Background: an optimization exercise with open tools, aiming at small area, a short achievable clock period and few clock cycles. Do not read the settings as production practice.
Function was checked by simulation only, so behaviour that the tests miss may differ from the original.
Power and IR drop assume default switching activity.

==> design/flow/design.v <==
module dig_ctx (
  input             clk,
  input             rst,           
  input             open_valid,    
  input      [2:0]  open_alg,      
  input             rel,           
  input             exp_we,        
  input      [2:0]  exp_idx,
  input      [31:0] exp_data,
  input             in_valid,      
  input      [31:0] in_data,
  input             in_last,
  input      [2:0]  in_nbytes,     
  output            in_ready,
  output reg [1:0]  open_resp,     
  output            ctx_busy,
  output            ctx_finished,
  output reg        equal,
  output reg        no_expected,
  output reg [15:0] not_equal_cnt
);
  localparam [1:0] RESP_NONE = 2'd0, RESP_OK = 2'd1, RESP_BUSY = 2'd2, RESP_BAD = 2'd3;
  localparam [1:0] S_FREE = 2'd0,   
                   S_PRO  = 2'd1,   
                   S_RUN  = 2'd2,   
                   S_FIN  = 2'd3;   
  localparam [255:0] IV = {32'h6a09e667, 32'hbb67ae85, 32'h3c6ef372, 32'ha54ff53a,
                           32'h510e527f, 32'h9b05688c, 32'h1f83d9ab, 32'h5be0cd19};
  reg [1:0]  state;
  reg [6:0]  kidx;         
  reg [31:0] w [0:15];     
  reg [31:0] qa [0:3];     
  reg [31:0] qe [0:3];     
  reg [31:0] exp_v [0:7];  
  reg [31:0] p;            
  reg        has_exp;
  reg [31:0] len;          
  reg        fin;          
  reg        pad80;        
  reg        lenhi;        
  reg        final_blk;    
  reg        first;        
  reg [31:0] a, b, c, d, e, f, g, hh;
  integer i;
  reg [31:0] k_t;
  always @(*) begin
    case (kidx[5:0])
      6'd0: k_t = 32'h428a2f98;
      6'd1: k_t = 32'h71374491;
      6'd2: k_t = 32'hb5c0fbcf;
      6'd3: k_t = 32'he9b5dba5;
      6'd4: k_t = 32'h3956c25b;
      6'd5: k_t = 32'h59f111f1;
      6'd6: k_t = 32'h923f82a4;
      6'd7: k_t = 32'hab1c5ed5;
      6'd8: k_t = 32'hd807aa98;
      6'd9: k_t = 32'h12835b01;
      6'd10: k_t = 32'h243185be;
      6'd11: k_t = 32'h550c7dc3;
      6'd12: k_t = 32'h72be5d74;
      6'd13: k_t = 32'h80deb1fe;
      6'd14: k_t = 32'h9bdc06a7;
      6'd15: k_t = 32'hc19bf174;
      6'd16: k_t = 32'he49b69c1;
      6'd17: k_t = 32'hefbe4786;
      6'd18: k_t = 32'h0fc19dc6;
      6'd19: k_t = 32'h240ca1cc;
      6'd20: k_t = 32'h2de92c6f;
      6'd21: k_t = 32'h4a7484aa;
      6'd22: k_t = 32'h5cb0a9dc;
      6'd23: k_t = 32'h76f988da;
      6'd24: k_t = 32'h983e5152;
      6'd25: k_t = 32'ha831c66d;
      6'd26: k_t = 32'hb00327c8;
      6'd27: k_t = 32'hbf597fc7;
      6'd28: k_t = 32'hc6e00bf3;
      6'd29: k_t = 32'hd5a79147;
      6'd30: k_t = 32'h06ca6351;
      6'd31: k_t = 32'h14292967;
      6'd32: k_t = 32'h27b70a85;
      6'd33: k_t = 32'h2e1b2138;
      6'd34: k_t = 32'h4d2c6dfc;
      6'd35: k_t = 32'h53380d13;
      6'd36: k_t = 32'h650a7354;
      6'd37: k_t = 32'h766a0abb;
      6'd38: k_t = 32'h81c2c92e;
      6'd39: k_t = 32'h92722c85;
      6'd40: k_t = 32'ha2bfe8a1;
      6'd41: k_t = 32'ha81a664b;
      6'd42: k_t = 32'hc24b8b70;
      6'd43: k_t = 32'hc76c51a3;
      6'd44: k_t = 32'hd192e819;
      6'd45: k_t = 32'hd6990624;
      6'd46: k_t = 32'hf40e3585;
      6'd47: k_t = 32'h106aa070;
      6'd48: k_t = 32'h19a4c116;
      6'd49: k_t = 32'h1e376c08;
      6'd50: k_t = 32'h2748774c;
      6'd51: k_t = 32'h34b0bcb5;
      6'd52: k_t = 32'h391c0cb3;
      6'd53: k_t = 32'h4ed8aa4a;
      6'd54: k_t = 32'h5b9cca4f;
      6'd55: k_t = 32'h682e6ff3;
      6'd56: k_t = 32'h748f82ee;
      6'd57: k_t = 32'h78a5636f;
      6'd58: k_t = 32'h84c87814;
      6'd59: k_t = 32'h8cc70208;
      6'd60: k_t = 32'h90befffa;
      6'd61: k_t = 32'ha4506ceb;
      6'd62: k_t = 32'hbef9a3f7;
      default: k_t = 32'hc67178f2;
    endcase
  end
  wire run    = (state == S_RUN);
  wire is_u   = run && (kidx == 7'd0);
  wire is_r   = run && (kidx != 7'd0);
  wire blk_run  = run && (kidx <= 7'd14 || kidx == 7'd63) && !final_blk;
  wire blk_word = (state == S_PRO) || (state == S_FIN) || blk_run;
  wire sch_word = run && kidx >= 7'd15 && kidx <= 7'd62;
  wire need_in  = (state == S_FIN) || ((state == S_PRO || blk_run) && !fin);
  wire adv      = !need_in || in_valid;
  wire accept   = need_in && in_valid;
  wire [3:0] widx = kidx[3:0] + 4'd1;    
  wire exp_ok = exp_we && (state == S_PRO || state == S_RUN) && !fin;
  assign in_ready     = need_in;
  assign ctx_busy     = (state != S_FREE);
  assign ctx_finished = (state == S_FIN);
  reg [31:0] last_word;
  always @(*) begin
    case (in_nbytes)
      3'd0:    last_word = 32'h80000000;
      3'd1:    last_word = {in_data[31:24], 24'h800000};
      3'd2:    last_word = {in_data[31:16], 16'h8000};
      3'd3:    last_word = {in_data[31:8], 8'h80};
      default: last_word = in_data;
    endcase
  end
  wire [31:0] in_word  = in_last ? last_word : in_data;
  wire [2:0]  in_count = in_last ? (in_nbytes > 3'd4 ? 3'd4 : in_nbytes) : 3'd4;
  wire [31:0] len_hi = {29'd0, len[31:29]};
  wire [31:0] len_lo = {len[28:0], 3'b000};
  reg [31:0] pad_word;
  always @(*) begin
    if (!pad80)
      pad_word = 32'h80000000;
    else if (widx == 4'd14)
      pad_word = len_hi;
    else if (widx == 4'd15 && lenhi)
      pad_word = len_lo;
    else
      pad_word = 32'd0;
  end
  function [31:0] csa_s(input [31:0] x, input [31:0] y, input [31:0] z);
    csa_s = x ^ y ^ z;
  endfunction
  function [31:0] csa_c(input [31:0] x, input [31:0] y, input [31:0] z);
    csa_c = {(x[30:0] & y[30:0]) | (x[30:0] & z[30:0]) | (y[30:0] & z[30:0]), 1'b0};
  endfunction
  wire [31:0] s1  = {e[5:0], e[31:6]} ^ {e[10:0], e[31:11]} ^ {e[24:0], e[31:25]};
  wire [31:0] ch  = (e & f) ^ (~e & g);
  wire [31:0] s0  = {a[1:0], a[31:2]} ^ {a[12:0], a[31:13]} ^ {a[21:0], a[31:22]};
  wire [31:0] maj = (a & b) ^ (a & c) ^ (b & c);
  wire [31:0] e1s = csa_s(p, d, ch),      e1c = csa_c(p, d, ch);
  wire [31:0] e2s = csa_s(e1s, e1c, s1),  e2c = csa_c(e1s, e1c, s1);
  wire [31:0] e_new = e2s + e2c;
  wire [31:0] a1s = csa_s(p, maj, ch),    a1c = csa_c(p, maj, ch);
  wire [31:0] a2s = csa_s(a1s, a1c, s0),  a2c = csa_c(a1s, a1c, s0);
  wire [31:0] a3s = csa_s(a2s, a2c, s1),  a3c = csa_c(a2s, a2c, s1);
  wire [31:0] a_new = a3s + a3c;
  wire [31:0] sum_a = qa[3] + (first ? 32'd0 : a);
  wire [31:0] sum_e = qe[3] + (first ? 32'd0 : e);
  wire ff = run && (kidx >= 7'd62 || kidx == 7'd0);
  wire [31:0] p_h   = is_u ? qe[2] : g;
  wire [31:0] p_new = p_h + k_t + w[15];
  wire [31:0] ws0   = {w[1][6:0], w[1][31:7]} ^ {w[1][17:0], w[1][31:18]} ^ (w[1] >> 3);
  wire [31:0] ws1   = {w[14][16:0], w[14][31:17]} ^ {w[14][18:0], w[14][31:19]} ^ (w[14] >> 10);
  wire [31:0] w_sch = ws1 + w[9] + ws0 + w[0];
  wire [31:0] w_in  = sch_word ? w_sch : (need_in ? in_word : pad_word);
  wire        w_sh  = (sch_word || blk_word) && adv;
  wire hash_eq = ({sum_a, qa[0], qa[1], qa[2], sum_e, qe[0], qe[1], qe[2]} ==
                  {exp_v[0], exp_v[1], exp_v[2], exp_v[3],
                   exp_v[4], exp_v[5], exp_v[6], exp_v[7]});
  wire start = (state == S_PRO || state == S_FIN) && accept;   
  wire last_u = is_u && final_blk;
  always @(posedge clk) begin
    if (w_sh) begin
      for (i = 0; i < 15; i = i + 1) w[i] <= w[i + 1];
      w[15] <= w_in;
    end
    if (run && adv) p <= p_new;
    if (is_r && adv) begin
      hh <= g; g <= f; f <= e; e <= e_new;
      d  <= c; c <= b; b <= a; a <= a_new;
    end else if (is_u && adv) begin
      a <= sum_a; b <= qa[0]; c <= qa[1]; d <= qa[2];
      e <= sum_e; f <= qe[0]; g <= qe[1]; hh <= qe[2];
    end
  end
  always @(posedge clk) begin
    if (start) begin
      qa[0] <= IV[223:192]; qa[1] <= IV[191:160]; qa[2] <= IV[159:128]; qa[3] <= IV[255:224];
      qe[0] <= IV[95:64];   qe[1] <= IV[63:32];   qe[2] <= IV[31:0];    qe[3] <= IV[127:96];
    end else if (ff && adv) begin
      qa[0] <= sum_a; qa[1] <= qa[0]; qa[2] <= qa[1]; qa[3] <= qa[2];
      qe[0] <= sum_e; qe[1] <= qe[0]; qe[2] <= qe[1]; qe[3] <= qe[2];
    end
  end
  always @(posedge clk) begin
    if ((state == S_FREE && open_valid && open_alg == 3'd0 && !rel) || (start && state == S_FIN)) begin
      for (i = 0; i < 8; i = i + 1) exp_v[i] <= 32'd0;
    end else if (exp_ok) begin
      exp_v[exp_idx] <= exp_data;
    end
  end
  always @(posedge clk) begin
    if (rst) begin
      state         <= S_FREE;
      open_resp     <= RESP_NONE;
      equal         <= 1'b0;
      no_expected   <= 1'b0;
      not_equal_cnt <= 16'd0;
      kidx          <= 7'd0;
      has_exp       <= 1'b0;
      len           <= 32'd0;
      fin           <= 1'b0;
      pad80         <= 1'b0;
      lenhi         <= 1'b0;
      final_blk     <= 1'b0;
      first         <= 1'b1;
    end else begin
      if (!open_valid)
        open_resp <= RESP_NONE;
      else if (state != S_FREE)
        open_resp <= RESP_BUSY;
      else if (open_alg != 3'd0)
        open_resp <= RESP_BAD;
      else
        open_resp <= RESP_OK;
      if (exp_ok) has_exp <= 1'b1;
      if (rel) begin
        state       <= S_FREE;
        equal       <= 1'b0;
        no_expected <= 1'b0;
      end else if (state == S_FREE) begin
        if (open_valid && open_alg == 3'd0) begin
          state     <= S_PRO;
          has_exp   <= 1'b0;
          len       <= 32'd0;
          fin       <= 1'b0;
          pad80     <= 1'b0;
          lenhi     <= 1'b0;
          final_blk <= 1'b0;
          first     <= 1'b1;
        end
      end else begin
        if (blk_word && adv) begin
          if (accept) begin
            if (in_last) begin
              fin   <= 1'b1;
              pad80 <= (in_count != 3'd4);
            end
          end else begin
            if (pad80) begin
              if (widx == 4'd14) lenhi <= 1'b1;
              if (widx == 4'd15 && lenhi) final_blk <= 1'b1;
            end
            pad80 <= 1'b1;
          end
        end
        if (accept) len <= (start ? 32'd0 : len) + {29'd0, in_count};
        if (start) begin
          state       <= S_RUN;
          kidx        <= 7'd0;
          first       <= 1'b1;
          equal       <= 1'b0;
          no_expected <= 1'b0;
          if (state == S_FIN) begin
            has_exp   <= 1'b0;
            lenhi     <= 1'b0;
            final_blk <= 1'b0;
            if (!in_last) begin
              fin   <= 1'b0;
              pad80 <= 1'b0;
            end
          end
        end else if (run && adv) begin
          if (last_u) begin
            state       <= S_FIN;
            equal       <= has_exp && hash_eq;
            no_expected <= !has_exp;
            if (!(has_exp && hash_eq) && not_equal_cnt != 16'hffff)
              not_equal_cnt <= not_equal_cnt + 16'd1;
          end
          if (is_u) first <= 1'b0;
          kidx <= (kidx == 7'd64) ? 7'd0 : kidx + 7'd1;
        end
      end
    end
  end
endmodule
==> design/flow/run.sh <==
#!/bin/bash
# synth_recipe.tcl (not shown) runs the flow's synth.tcl, then flattens the netlist and writes it again
# the make line also repeats each setting of config.mk as NAME=value (left out here)
make -C /OpenROAD-flow-scripts/flow DESIGN_CONFIG=/design/flow/config.mk WORK_HOME=/design/flow/orfs CLKGATE_MAP_FILE= SYNTH_SCRIPT=/design/flow/synth_recipe.tcl finish
==> design/flow/config.mk <==
export PLATFORM = sky130hd
export DESIGN_NAME = dig_ctx
export DESIGN_NICKNAME = dig_ctx
export VERILOG_FILES = /design/flow/design.v
export SDC_FILE = /design/flow/constraint.sdc
export NUM_CORES = 4
export LEC_CHECK = 0
export CAP_MARGIN = 20
export CORE_MARGIN = 2
export CORE_UTILIZATION = 40
export PLACE_DENSITY = 0.6
export SLEW_MARGIN = 20
==> design/flow/constraint.sdc <==
create_clock -name core_clock -period 10.0 [get_ports {clk}]
set_input_delay 2.0000 -clock core_clock [delete_from_list [all_inputs] [get_ports {clk}]]
set_output_delay 2.0000 -clock core_clock [all_outputs]
set_load 0.01 [all_outputs]
==> results.sh, run 1 <==
export IMPL_initial_core_util_pct=40.25
export IMPL_startpoint_type="flop"
export IMPL_critPathTopFamily="compound AO/OA/AOI/OAI gates"
export IMPL_rsz0062_at_grt="no"
export IMPL_syn_area_um2=74560
export IMPL_crit_slowest_cell="a2111oi_0"
export IMPL_grt_pass1_wl_um=399200
export IMPL_rows=158
export IMPL_setup_viol=0
export IMPL_critPathMaxFanout=39
export IMPL_cts_hold_buf=0
export IMPL_placed_cell_area_um2=78280
export IMPL_cts_buffer_depth=3
export IMPL_clock_latency_ns=0.83
export IMPL_synth_async_reset_ratio_pct=0
export IMPL_core_um2=185200
export IMPL_drv_slew=0
export IMPL_first_iter_violations=7604
export IMPL_power_leakage_nw=32.68
export IMPL_status="no timing/DRC/antenna violations"
export IMPL_clock_sinks=1379
export IMPL_drc=0
export IMPL_ios=103
export IMPL_area_growth_pct=11.81
export IMPL_ys_ff_latch=1379
export IMPL_hpwl_um=213800
export IMPL_die_h_um=435.7
export IMPL_critPathArrivalTime_ns=8.05
export IMPL_ys_flop_type="edfxtp_1"
export IMPL_dieWidth_um=435.7
export IMPL_fin_crit_sh_pct=74.01
export IMPL_port_buffers=102
export IMPL_hp_class="reg -> reg"
export IMPL_antenna_found_initial=20
export IMPL_synth_warning_count=4
export IMPL_cp_end_kind="flop"
export IMPL_syn_avg_cell_area_um2=10.48
export IMPL_tightest_slew_ns=1.223
export IMPL_synth_edf_count=1024
export IMPL_final_cell_mix="nand2_1 (1173), edfxtp_1 (1024), inv_1 (503), xnor2_1 (438), a21oi_1 (428)"
export IMPL_firstDrtPassIters=8
export IMPL_critPathRequiredTime_ns=10.65
export IMPL_finalHoldViolCount=0
export IMPL_htree_levels=4
export IMPL_crit_top_cell="nand4_1"
export IMPL_grt_max_degree=188
export IMPL_grt_use_total_pct=29.59
export IMPL_cts_inserted_buffers=153
export IMPL_final_common_cell="nand2_1"
export IMPL_ys_seq_area_share_pct=50.78
export IMPL_gp_congestion=1.031
export IMPL_final_cell_area_um2=83360
export IMPL_skew_ns=0.05072
export IMPL_critPathKind="reg -> reg"
export IMPL_cts_tree="yes"
export IMPL_crit_chain="buf_12, nor2b_1, ha_1, xnor2_1, nor3_1, a2111oi_0, buf_4, nand4_1, a2111oi_1, nand4_1, nor4b_1, nand4_1, a2111oi_0, nand4_1, o21ai_2, mux2i_1, nor2_1"
export IMPL_critPathMaxStageDelay_ns=0.99
export IMPL_finalPower_mw=13.36
export IMPL_regArea_um2=37860
export IMPL_cap_violations=0
export IMPL_multiInputGateArea_um2=33600
export IMPL_irDropWorstVdd_mv=0.1520
export IMPL_grt_pass1_vias=52420
export IMPL_netlist_instances=7113
export IMPL_die_area_um2=189900
export IMPL_min_period_ns=7.401
export IMPL_slew_headroom_pct=17.61
export IMPL_via_per_inst=5.763
export IMPL_fin_nets=7651
export IMPL_drive_gt1_share_pct=5.186
export IMPL_cts_root_buf="clkbuf_16"
export IMPL_fin_hold_ws_ns=0.4147
export IMPL_powerDensity_nw_per_um2=160.2
export IMPL_synth_fp_nets=7660
export IMPL_vias=56000
export IMPL_drt_wl_total_um=288000
export IMPL_synth_cell_types=94
export IMPL_cts_resized=0
export IMPL_ant_nets=0
export IMPL_num_fill_cells=17330
export IMPL_post_cts_buffers=0
export IMPL_grt_overflow_total=0
export IMPL_fmax_mhz=135.1
export IMPL_path_clk_slew_ns=0.06
export IMPL_cp_num_buf_inv=2
export IMPL_wire_per_inst_um=29.64
[layout make-up]
type | instances | area share, %
sequential | 1379 | 45.41
multi-input combinational | 4871 | 40.31
clock buffer | 212 | 5.105
tap | 2480 | 3.722
inverter | 508 | 2.287
timing repair buffer | 191 | 2.170
clock inverter | 70 | 0.9771
antenna | 6 | 0.01801
[final timing paths]
check / startpoint / end / slack [ns] / cells after the start
worst min-delay path: w[7][29] / w[6][29] / 0.41 / 0
worst max-delay path: first / not_equal_cnt[1] / 2.60 / 17
worst min register to register: w[7][29] / w[6][29] / 0.41 / 0
worst max register to register: first / not_equal_cnt[1] / 2.60 / 17
[metrics by stage]
stage	TNS (ns)	cells	utilization, %	setup WS, ns
global route	0	9712	45.00	2.550
finish	0	9717	45.00	2.599
floorplan	-503.33	7113	-	-0.9831
detailed placement	0	9429	42.26	2.750
CTS	0	9711	45.00	2.721
global placement	0	9429	42.26	2.909
[per-layer routing]
layer / part of all wire, % / global-route usage [%] / routed length, µm / vias to the layer above
li1: - / - / - / 24620
met4: 5.6 / 14.79 / 16160 / 8
met1: 41 / 41.07 / 118900 / 27760
met5: 0.016 / 0 / 46 / -
met3: 11 / 8.145 / 32190 / 525
met2: 42 / 42.29 / 120800 / 3092
[power by group]
part | switching, mW | leakage [nW] | internal [mW]
Sequential | 0.313 | 12.9 | 6.26
Combinational | 0.653 | 17.3 | 0.350
Clock | 2.47 | 2.44 | 3.31
[registers in the layout, summed over array words and instances, names as in the netlist, 128 cells and up]
| name | cells |
|---|---|
| exp_v | 256 |
| qe | 128 |
| qa | 128 |
| w | 512 |
[cell usage after synthesis (all sizes together) (174+ instances only)]
master  count  area share (%)
nand2    1175             5.9
edfxtp   1024              41
inv       507             2.6
xnor2     439             5.2
a21oi     431             2.9
dfxtp     355             9.5
clkbuf    326             1.6
o21ai     321             2.2
nor2      279             1.4
and2      273             2.3
fa        251             6.7
ha        216             3.6
nand3     174             1.2
[cells by family (layout without fill, tap and decap cells)]
| family | Yosys count | count (layout) | synth area share [%] |
|---|---|---|---|
| AO/OA/AOI/OAI | 1343 | 1343 | 11.35 |
| other | 0 | 6 | 0 |
| AND/OR/NAND/NOR | 2370 | 2370 | 14.70 |
| multiplexers | 75 | 75 | 1.015 |
| adder cells (fa/ha/maj) | 471 | 471 | 10.42 |
| buffers and inverters | 863 | 981 | 4.407 |
| XOR/XNOR | 612 | 612 | 7.332 |
| flip-flops | 1379 | 1379 | 50.78 |
Testbench counts, summed over its fixed seeds: cycles 91,902.
==> run 2: changes to the inputs <==
--- a/design/flow/design.v
+++ b/design/flow/design.v
@@ -156,17 +156,34 @@
   function [31:0] csa_c(input [31:0] x, input [31:0] y, input [31:0] z);
     csa_c = {(x[30:0] & y[30:0]) | (x[30:0] & z[30:0]) | (y[30:0] & z[30:0]), 1'b0};
   endfunction
+  function [31:0] ks_add(input [31:0] x, input [31:0] y);
+    reg [31:0] gg, pp, g2, p2;
+    integer l, k;
+    begin
+      gg = x & y;
+      pp = x ^ y;
+      for (l = 1; l < 32; l = l * 2) begin
+        g2 = gg; p2 = pp;
+        for (k = l; k < 32; k = k + 1) begin
+          g2[k] = gg[k] | (pp[k] & gg[k - l]);
+          p2[k] = pp[k] & pp[k - l];
+        end
+        gg = g2; pp = p2;
+      end
+      ks_add = (x ^ y) ^ {gg[30:0], 1'b0};
+    end
+  endfunction
   wire [31:0] s1  = {e[5:0], e[31:6]} ^ {e[10:0], e[31:11]} ^ {e[24:0], e[31:25]};
   wire [31:0] ch  = (e & f) ^ (~e & g);
   wire [31:0] s0  = {a[1:0], a[31:2]} ^ {a[12:0], a[31:13]} ^ {a[21:0], a[31:22]};
   wire [31:0] maj = (a & b) ^ (a & c) ^ (b & c);
   wire [31:0] e1s = csa_s(p, d, ch),      e1c = csa_c(p, d, ch);
   wire [31:0] e2s = csa_s(e1s, e1c, s1),  e2c = csa_c(e1s, e1c, s1);
-  wire [31:0] e_new = e2s + e2c;
+  wire [31:0] e_new = ks_add(e2s, e2c);
   wire [31:0] a1s = csa_s(p, maj, ch),    a1c = csa_c(p, maj, ch);
   wire [31:0] a2s = csa_s(a1s, a1c, s0),  a2c = csa_c(a1s, a1c, s0);
   wire [31:0] a3s = csa_s(a2s, a2c, s1),  a3c = csa_c(a2s, a2c, s1);
-  wire [31:0] a_new = a3s + a3c;
+  wire [31:0] a_new = ks_add(a3s, a3c);
   wire [31:0] sum_a = qa[3] + (first ? 32'd0 : a);
   wire [31:0] sum_e = qe[3] + (first ? 32'd0 : e);
   wire ff = run && (kidx >= 7'd62 || kidx == 7'd0);
--- a/design/flow/config.mk
+++ b/design/flow/config.mk
@@ -9,4 +9,5 @@
 export CORE_MARGIN = 2
 export CORE_UTILIZATION = 40
 export PLACE_DENSITY = 0.6
+export SETUP_SLACK_MARGIN = 5
 export SLEW_MARGIN = 20
==> run 2 against run 1 <==
Compared with the run above:
- area after synthesis up 0.62%
- sequential cell count unchanged
- largest power group unchanged
- sequential share of layout area down 3.1 points
- global-route usage up 1.6 points
- fmax up 43%
- register-to-register slack better by 2.2 ns
- power up 5.5%
- first-iteration DRC count down 1.1%
- critical endpoint is now a[29]
- largest cell class unchanged
- synthesized cell count up 0.46%
- combinational power up 51%
- still clean
==> results.sh, run 2 <==
export IMPL_cts_root_buf="clkbuf_16"
export IMPL_ys_ff_latch=1379
export IMPL_grt_pass1_wl_um=420200
export IMPL_rsz0062_at_grt="yes"
export IMPL_power_leakage_nw=34.63
export IMPL_fin_setup_tns_ns=0
export IMPL_synth_async_reset_ratio_pct=0
export IMPL_clock_latency_ns=0.84
export IMPL_syn_avg_cell_area_um2=10.50
export IMPL_hp_class="reg -> reg"
export IMPL_p_int_mw=10.09
export IMPL_cap_violations=0
export IMPL_drive_gt1_share_pct=14.54
export IMPL_slew_headroom_pct=22.88
export IMPL_critPathArrivalTime_ns=5.70
export IMPL_instances_no_fill=10010
export IMPL_critPathMaxStageDelay_ns=0.57
export IMPL_netSwitchingFraction_pct=28.38
export IMPL_powerDensity_nw_per_um2=157.5
export IMPL_skew_ns=0.04956
export IMPL_hpwl_um=222100
export IMPL_largest_reg_flops=512
export IMPL_path_clk_slew_ns=0.06
export IMPL_gp_congestion=0.9867
export IMPL_synth_area_leaders="edfxtp_1 (41%), dfxtp_1 (9.5%), fa_1 (6.7%)"
export IMPL_core_um2=185800
export IMPL_finalPower_mw=14.09
export IMPL_rows=158
export IMPL_cts_inserted_buffers=154
export IMPL_fin_hold_ws_ns=0.3954
export IMPL_num_fill_cells=16980
export IMPL_tightest_slew_ns=1.149
export IMPL_synth_top_area_share_pct=40.99
export IMPL_drt_wl_total_um=306500
export IMPL_critPathMaxFanout=3
export IMPL_drc=0
export IMPL_fin_crit_sh_pct=51.62
export IMPL_synth_cell_types=96
export IMPL_final_cell_mix="nand2_1 (1161), edfxtp_1 (1024), inv_1 (484), a21oi_1 (363), dfxtp_1 (345)"
export IMPL_critPathRequiredTime_ns=10.54
export IMPL_synth_edf_count=1024
export IMPL_cts_buffer_depth=3
export IMPL_min_period_ns=5.162
export IMPL_grt_use_total_pct=31.17
export IMPL_top_regs="w: 512 flops, exp_v: 256 flops"
export IMPL_cp_num_buf_inv=4
export IMPL_crit_chain="mux2i_2, buf_4, fa_1, fa_1, fa_1, buf_4, fa_2, nor2b_2, o21ai_2, a21boi_2, o211ai_1, buf_4, a21oi_4, o21ai_2, o21ai_2, o41a_1, buf_6, a31oi_4, xnor2_2, o21ai_1"
export IMPL_startpoint_type="flop"
export IMPL_wire_per_inst_um=30.63
export IMPL_setup_viol=0
export IMPL_ys_flop_type="edfxtp_1"
export IMPL_final_common_cell="nand2_1"
export IMPL_ant_nets=0
export IMPL_drv_slew=0
export IMPL_via_per_inst=5.818
export IMPL_busiest_layer="met2"
export IMPL_first_iter_violations=7524
export IMPL_status="no timing/DRC/antenna violations"
export IMPL_synth_fp_nets=7693
export IMPL_ios=103
export IMPL_globalRouteMet1Util_pct=43.55
export IMPL_fin_nets=7930
export IMPL_area_growth_pct=19.22
export IMPL_grt_max_degree=181
export IMPL_dieWidth_um=437.1
export IMPL_cts_tree="yes"
export IMPL_die_h_um=437.1
export IMPL_synth_most_common_cell="nand2_1"
export IMPL_power_switching_mw=3.998
export IMPL_final_util_pct=48.13
export IMPL_met2_usage_pct=45.14
export IMPL_critPathKind="reg -> reg"
export IMPL_clock_sinks=1379
export IMPL_comb_power_share_pct=10.7
export IMPL_synth_common_cells="nand2_1 (1169), edfxtp_1 (1024), inv_1 (498), a21oi_1 (407), xnor2_1 (362)"
export IMPL_dp_cells=9447
export IMPL_pwr_share_clk_pct=41.2
export IMPL_htree_levels=4
export IMPL_finalHoldViolCount=0
export IMPL_synth_warning_count=4
export IMPL_grt_overflow_total=0
export IMPL_irDropWorstVdd_mv=0.1741
export IMPL_initial_core_util_pct=40.37
export IMPL_fmax_mhz=193.7
export IMPL_grtUsageMet3_pct=7.537
export IMPL_seq_power_share_pct=48.1
export IMPL_antenna_found_initial=23
export IMPL_yosys_area_top_type="edfxtp_1"
export IMPL_firstDrtPassIters=6
export IMPL_grt_pass1_vias=54030
export IMPL_ys_seq_area_share_pct=50.46
export IMPL_regMostFlops="w"
export IMPL_die_area_um2=191000
export IMPL_critPathTopFamily="adder cells"
export IMPL_cp_end_kind="flop"
export IMPL_vias=58220
export IMPL_netlist_instances=7146
export IMPL_crit_slowest_cell="fa_1"
export IMPL_syn_area_um2=75020
export IMPL_port_buffers=102
-- run 2: cell count changes in the layout (fill, tap and decap cells not counted), moves of 27 or more --
| cell | change |
|---|---|
| a21oi_2 | +27 |
| xnor2_1 | -131 |
| xnor2_2 | +48 |
| ha_4 | +33 |
| buf_4 | +219 |
| xor2_1 | +36 |
| o21ai_0 | -83 |
| ha_1 | -58 |
| a21oi_1 | -65 |
-- run 2: layout make-up --
type                    instances  area, µm²  area share (%)
inverters                     502       1918           2.145
clock buffers                 193       4083           4.565
multi-input cells            4886      37010           41.37
repair buffers                460       4353           4.867
flip-flops and latches       1379      37880           42.36
diodes                         11      27.53         0.03078
well taps                    2480       3103           3.469
clock inverters                96       1066           1.192
-- run 2: cell families (layout without fill, tap and decap cells) --
logic type	Yosys count	after routing	synth area share, %
simple gates	2400	2400	14.91
xor+xnor	589	589	7.070
fa+ha+maj	470	470	10.34
compound gates	1334	1335	11.48
buf+inv	882	1251	4.462
other cells	0	11	0
mux	92	92	1.274
flops	1379	1379	50.46
-- run 2: power by group through the flow --
| stage | clock network, mW | logic, mW | registers (mW) |
|---|---|---|---|
| global placement | 0 | 1.29 | 6.84 |
| floorplan | 0 | 0.784 | 6.59 |
| CTS | 5.88 | 1.40 | 6.72 |
| detailed placement | 0 | 1.31 | 6.84 |
| finish | 5.80 | 1.51 | 6.77 |
| global route | 6.08 | 1.60 | 6.75 |
-- run 2: routing by layer --
metal / part of all wire (%) / wire length (µm)
met3: 11 / 34080
met4: 6.0 / 18340
met1: 41 / 124600
met5: 0.0078 / 24
met2: 42 / 129500
-- run 2: worst paths after layout --
| path | slack [ns] | cells after the start | end | start |
|---|---|---|---|---|
| worst max-delay path | 4.84 | 20 | a[29] | e[2] |
| worst min-delay path | 0.40 | 0 | w[9][26] | w[10][26] |
| worst max register to register | 4.84 | 20 | a[29] | e[2] |
| worst min register to register | 0.40 | 0 | w[9][26] | w[10][26] |
-- run 2: repair_timing --
action                                  CTS  global route
setup buffers                           159            92
pin swaps                               112           163
gates cloned                              7             2
endpoints found under the setup margin  161           125
gates resized for setup                 412           260
hold buffers                              0             0
-- run 2: per-stage QoR --
step | cell area, µm² | worst slack, ns
2_1_floorplan | 75100 | -1.003
3_3_place_gp | 78740 | 3.296
3_5_place_dp | 78750 | 3.243
4_1_cts | 87270 | 4.843
5_1_grt | 89410 | 4.715
6_report | 89440 | 4.838
Testbench counts of run 2, summed over its fixed seeds: cycles 91,902.

separate check: timing with driven ports:
The results above use ideal ports. As a check the final layouts listed here were re-extracted and re-timed, cells and wires unchanged.
Step 1: set_driving_cell puts a clkbuf_16 on clk and a buf_2 on each other input, an assumption about the parent block.
Step 2 also shifts input and output timing later by t, the mid clock arrival at the registers, as if the neighbouring blocks saw the same clock.
Three values: ideal, step 1, step 2; two values: the first two.
run	t, ns	setup WS [ns]	worst hold slack (ns)	worst setup path after step 2	latest minus earliest clock arrival (ns)
run 1	0.889	2.599 / 2.599 / 2.599	0.415 / 0.415 / 0.415	register to register	0.052 / 0.053
run 2	0.899	4.838 / 4.838 / 4.295	0.395 / 0.395 / 0.395	input to register	0.051 / 0.051
After both steps every run listed still meets setup and hold. The setup slack of run 2, which loses most, moves by 0.000 ns with the drivers and by -0.543 ns with both steps.
